Background: an optimization exercise with open tools, aiming at small area, a short achievable clock period and few clock cycles. Do not read the settings as production practice. Where RTL was checked, it was by simulation tests only, not by an equivalence proof against the original. Power figures rest on the tool's default switching activity, not on a simulated workload.

Setup of 04-24:
Design lane_fold, start of the top module:
module lane_fold (
    input  wire        clk,
    input  wire        rst,
    input  wire        in_valid,
    output wire        in_ready,
    input  wire        in_first,
    input  wire [47:0] in_s,
    input  wire [7:0]  in_ea,
    input  wire [7:0]  in_eb,
    input  wire [9:0]  in_anchor,
    output reg         out_valid,
    output reg  [47:0] out_acc,
    output reg         out_sticky,
    output reg         out_loss,
    output reg         out_sat
);
==> module fold_shift, before the edit <==
module fold_shift (
    input  wire        valid,
    input  wire [47:0] s,
    input  wire [9:0]  ds,
    input  wire [9:0]  dc,
    output reg  [48:0] t,
    output wire        loss,
    output wire        force_sat
);
    wire [10:0] d     = {ds[9], ds} + {dc, 1'b1};
    wire [5:0]  k     = d[5:0];
    wire        dneg  = d[10];
    wire        big_l = !dneg && ((d[9:6] != 4'd0) || (k[5] && k[4]));
    wire        big_r = dneg && !((d[9:6] == 4'hf) && (k >= 6'd17));
    wire        sgn   = s[47];
    wire        s_nz  = |s;
    wire        rmode = dneg | !valid;
    wire        bigr  = big_r | !valid;
    wire [63:0] r0 = {{16{sgn}}, s};
    wire [63:0] r1 = k[0] ? {r0[62:0], r0[63]}    : r0;
    wire [63:0] r2 = k[1] ? {r1[61:0], r1[63:62]} : r1;
    wire [63:0] r3 = k[2] ? {r2[59:0], r2[63:60]} : r2;
    wire [63:0] r4 = k[3] ? {r3[55:0], r3[63:56]} : r3;
    wire [63:0] r5 = k[4] ? {r4[47:0], r4[63:48]} : r4;
    wire [63:0] r6 = k[5] ? {r5[31:0], r5[63:32]} : r5;
    reg  [63:0] th;
    integer j;
    always @(*) begin
        for (j = 0; j < 64; j = j + 1)
            th[j] = (j < k);
    end
    reg loss_r, ovf_l;
    integer i;
    always @(*) begin
        for (i = 0; i < 49; i = i + 1)
            t[i] = rmode ? ((th[i] && !bigr) ? r6[i] : sgn)
                         : (th[i] ? 1'b0 : r6[i]);
        loss_r = 1'b0;
        for (i = 0; i < 48; i = i + 1)
            loss_r = loss_r | (s[i] & !th[63-i]);
        ovf_l = 1'b0;
        for (i = 1; i < 47; i = i + 1)
            ovf_l = ovf_l | ((s[i] ^ sgn) & th[47-i]);
    end
    assign loss      = rmode & (bigr ? s_nz : loss_r);
    assign force_sat = valid & !dneg & (big_l ? s_nz : ovf_l);
endmodule
export LEC_CHECK = 0
export CAP_MARGIN = 15
export CORE_MARGIN = 2
export CORE_UTILIZATION = 60
export CTS_BUF_LIST = sky130_fd_sc_hd__clkbuf_8
export SLEW_MARGIN = 15
export SYNTH_HIERARCHICAL = 1
create_clock -name core_clock -period 20.0 [get_ports {clk}]
standard.sh (not shown) runs the stock make flow with config.mk's settings and CLKGATE_MAP_FILE= SYNTH_SCRIPT=/design/flow/synth_recipe.tcl, a recipe that flattens the netlist after the stock synthesis.
==> flow/flow/run.sh <==
#!/bin/bash
# The standard layout, except that:
# - buffer_ports gives every input and output port a buf_2 (inputs then
#   become buf_1) instead of the resizer's default delay buffer;
# - the resizer's setup repair aims at a slack margin of SETUP_MARGIN ns, so
#   that it works on paths longer than (period - margin) while the clock and
#   the constraints stay those of the design.
set -euo pipefail
here=$(pwd)
SETUP_MARGIN=${SETUP_MARGIN:-15}
bash standard.sh "BUFFER_PORTS_ARGS=-buffer_cell sky130_fd_sc_hd__buf_2" \
    PRE_RESIZE_TCL="$here/flow/inbuf.tcl" \
    SETUP_SLACK_MARGIN=$SETUP_MARGIN finish > "$here/standard.log" 2>&1
==> flow/flow/inbuf.tcl <==
# The input port buffers drive a single register or gate each: use buf_1
# for them instead of the buf_2 that buffer_ports put on every port.
foreach inst [[ord::get_db_block] getInsts] {
  if {[regexp {^input[0-9]+$} [$inst getName]] &&
      [[$inst getMaster] getName] eq "sky130_fd_sc_hd__buf_2"} {
    replace_cell [sta::find_instance [$inst getName]] sky130_fd_sc_hd__buf_1
  }
}
Testbench counts of 04-24, summed over its fixed seeds: cycles 480,024.
diff inputs: 04-24 => 02-19
--- a/flow/design.v
+++ b/flow/design.v
@@ -105,8 +105,7 @@
     integer i;
     always @(*) begin
         for (i = 0; i < 49; i = i + 1)
-            t[i] = rmode ? ((th[i] && !bigr) ? r6[i] : sgn)
-                         : (th[i] ? 1'b0 : r6[i]);
+            t[i] = (rmode ? (!th[i] || bigr) : th[i]) ? (rmode & sgn) : r6[i];
         loss_r = 1'b0;
         for (i = 0; i < 48; i = i + 1)
             loss_r = loss_r | (s[i] & !th[63-i]);
### Flow results
In the tables for 02-19 and 04-24, simple-gate share of the synthesized area reads higher with 02-19.
Delta (02-19 minus 04-24): count of flip-flops with a built-in enable after synthesis stayed essentially flat, total power consumption of the routed design rose by 89 µW, worst setup slack rose by 0.0048 ns.
Relative to 04-24, the routed length on met2 measured on 02-19 has decreased by a few percent.
02-19 vs 04-24: cell count after synthesis up
For 02-19, the worst setup path endpoint was out_acc[41], unlike 04-24, where it was out_acc[46].
02-19 gives more routed wire length than 04-24 did.
For 02-19, only the layout was checked, not whether the RTL still works.

==> re-timing with driven ports <==
How much do the figures lean on ideal ports? The routed layouts below were timed once more, with nothing changed but the port constraints. Step 1: set_driving_cell puts a clkbuf_16 on clk and a buf_2 on each other input, an assumption about the parent block. Step 2 adds t to the input delays and takes it off the output delays; t is the mean of the earliest and latest rising clock arrival at the registers after step 1. Input paths then give back, and output paths get back, about the clock's delay inside the block. Slacks: ideal / step 1 / step 2; pairs: ideal / step 1.
| run | shift t [ns] | setup WS [ns] | worst slew at a driven data input, ns |
|---|---|---|---|
| 04-24 | 0.532 | 15.018 / 14.968 / 15.111 | 0.04 |
| 02-19 | 0.522 | 15.023 / 14.980 / 15.087 | 0.03 |
After both steps every run listed still meets setup and hold.
